Source: an optimization exercise on an open RTL-to-GDS flow (aim: small area, a short achievable clock period and few clock cycles per item). Production flows keep margins and buffers that such runs may drop.
Only simulation tests tie the RTL to the original design; equivalence was not proved.

## cellstep
module cellstep (
    input  wire        clk,
    input  wire        rst,
    input  wire        in_valid,
    output wire        in_ready,
    input  wire        rec_valid,
    input  wire        rec_pend,
    input  wire        rec_out,
    input  wire        hold,
    input  wire [31:0] dcur,
    input  wire [31:0] dstep,
    input  wire [31:0] gcur,
    input  wire [31:0] gstep,
    input  wire [15:0] nrem,
    input  wire [15:0] plen,
    input  wire [31:0] td,
    input  wire [31:0] tg,
    input  wire [31:0] x_m1,      
    input  wire [31:0] x_0,       
    input  wire [31:0] x_p1,      
    input  wire [31:0] x_p2,      
    output wire        out_valid,
    input  wire        out_ready,
    output wire        o_valid,
    output wire        o_pend,
    output wire [31:0] o_dcur,
    output wire [31:0] o_dstep,
    output wire [31:0] o_gcur,
    output wire [31:0] o_gstep,
    output wire [15:0] o_nrem,
    output wire [47:0] contrib
);
Settings: LEC_CHECK=0, ABC_CLOCK_PERIOD_IN_PS=4000, CAP_MARGIN=20, CORE_MARGIN=2, CORE_UTILIZATION=40, CTS_CLUSTER_SIZE=24, SETUP_SLACK_MARGIN=5, SLEW_MARGIN=20, SYNTH_MEMORY_MAX_BITS=32768; clock period 12.0 ns.
standard.sh (not shown) runs the stock make flow with config.mk's settings and CLKGATE_MAP_FILE= SYNTH_SCRIPT=/design/flow/synth_recipe.tcl, a recipe that flattens the netlist after the stock synthesis.
==> flow/flow/run.sh <==
#!/bin/bash
# The standard layout (standard.sh, unchanged synthesis and steps),
# with the port buffers that buffer_ports inserts made plain buf_1 cells
# instead of the delay buffer it picks by default, and timing repair
# aiming a little further below the clock period (SETUP_SLACK_MARGIN).
set -euo pipefail
bash standard.sh "BUFFER_PORTS_ARGS=-buffer_cell sky130_fd_sc_hd__buf_1" SETUP_SLACK_MARGIN=5.6 finish > flow_standard.log 2>&1
Testbench counts at the start, summed over its fixed seeds: cycles 6,030, items 4,800.
Edit:
==> flow/run.sh (new file) <==
#!/bin/bash
# synth_recipe.tcl (not shown) runs the flow's synth.tcl, then flattens the netlist and writes it again
# the make line also repeats each setting of config.mk as NAME=value (left out here)
make -C /OpenROAD-flow-scripts/flow DESIGN_CONFIG=/design/flow/config.mk WORK_HOME=/design/flow/orfs CLKGATE_MAP_FILE= SYNTH_SCRIPT=/design/flow/synth_recipe.tcl finish
--- a/flow/config.mk
+++ b/flow/config.mk
@@ -12 +11,0 @@
-export CTS_CLUSTER_SIZE = 24
removed: flow/flow/run.sh
removed: flow/standard.sh
What happened: The changed run ran to the end with no violations. Final area is about the same. Utilization hardly moves. First-iteration DRC count came out lower by 2.4%. Sequential share of layout area hardly moves.
Edit:
==> flow/flow/run.sh (new file) <==
#!/bin/bash
# The standard layout (standard.sh, unchanged synthesis and steps),
# with the port buffers that buffer_ports inserts made plain buf_1 cells
# instead of the delay buffer it picks by default.
set -euo pipefail
bash standard.sh "BUFFER_PORTS_ARGS=-buffer_cell sky130_fd_sc_hd__buf_1" finish > flow_standard.log 2>&1
==> flow/standard.sh (new file) <==
#!/bin/bash
# synth_recipe.tcl (not shown) runs the flow's synth.tcl, then flattens the netlist and writes it again
# the make line also repeats each setting of config.mk as NAME=value (left out here)
make -C /OpenROAD-flow-scripts/flow DESIGN_CONFIG=/design/flow/config.mk WORK_HOME=/design/flow/orfs CLKGATE_MAP_FILE= SYNTH_SCRIPT=/design/flow/synth_recipe.tcl "${@:-finish}"
--- a/flow/config.mk
+++ b/flow/config.mk
@@ -11 +11,2 @@
-export CORE_UTILIZATION = 40
+export CORE_UTILIZATION = 50
+export CTS_CLUSTER_SIZE = 24
removed: flow/run.sh
Via count goes up slightly; worst setup slack gets better by 0.19 ns; register-to-register slack is better by 0.03 ns.

* * *

cellstep, a different RTL version from the one above (not shown whole).
Size in the first run: about 14000 cells after synthesis, about 1300 flip-flops, ~560 I/O pins, roughly 130000 um2 of cells after synthesis.
export LEC_CHECK = 0
export ABC_CLOCK_PERIOD_IN_PS = 4000
export CAP_MARGIN = 20
export CORE_MARGIN = 2
export CORE_UTILIZATION = 40
export SETUP_SLACK_MARGIN = 5
export SLEW_MARGIN = 20
export SYNTH_MEMORY_MAX_BITS = 32768
create_clock -name core_clock -period 12.0 [get_ports {clk}]
==> flow/flow/run.sh <==
#!/bin/bash
# The standard layout (standard.sh, unchanged synthesis and steps),
# with the port buffers that buffer_ports inserts made plain buf_1 cells
# instead of the delay buffer it picks by default.
set -euo pipefail
bash standard.sh "BUFFER_PORTS_ARGS=-buffer_cell sky130_fd_sc_hd__buf_1" finish > flow_standard.log 2>&1
Testbench counts at the start, summed over its fixed seeds: cycles 6,030, items 4,800.
Then changed:
==> flow/run.sh (new file) <==
#!/bin/bash
# synth_recipe.tcl (not shown) runs the flow's synth.tcl, then flattens the netlist and writes it again
# the make line also repeats each setting of config.mk as NAME=value (left out here)
make -C /OpenROAD-flow-scripts/flow DESIGN_CONFIG=/design/flow/config.mk WORK_HOME=/design/flow/orfs CLKGATE_MAP_FILE= SYNTH_SCRIPT=/design/flow/synth_recipe.tcl finish
Settings changed: CAP_MARGIN 20 to 0, SLEW_MARGIN 20 to 0.
removed: flow/flow/run.sh
removed: flow/standard.sh
Result: Design area came out higher by 2.8%; sequential share of layout area came out lower by 0.71 points.

what the ideal ports hide:
No port has a modelled driver above. Below, the same layouts with a new extraction and two added sets of constraints.
Step 1 sets driving cells, clkbuf_16 on the clock port and buf_2 on the other inputs (assumed; they add their load-dependent delay and slew).
Step 2 moves the port delays by t, midway between the first and last clock arrival at a register: inputs arrive t later, outputs are due t later. That takes back most of the time a late clock gives input paths.
a / b / c = no drivers / after step 1 / after step 2; a / b = the first two.
| run | shift t [ns] | setup WS [ns] | worst slew at a driven data input, ns |
|---|---|---|---|
| the first run of note 1 | 0.955 | 5.049 / 5.049 / 4.527 | 0.29 |
| the second run of note 1 | 0.944 | 4.855 / 4.890 / 3.946 | 0.24 |
| the third run of note 1 | 0.954 | 5.048 / 5.048 / 4.264 | 0.22 |
| the first run of note 2 | 0.986 | 4.537 / 4.537 / 4.078 | 0.31 |
| the second run of note 2 | 0.949 | 4.659 / 4.659 / 4.169 | 0.29 |
After both steps setup and hold are still met in every run listed. For the second run of note 1, which loses most, drivers alone change the setup slack by +0.035 ns; drivers and shift together by -0.909 ns.
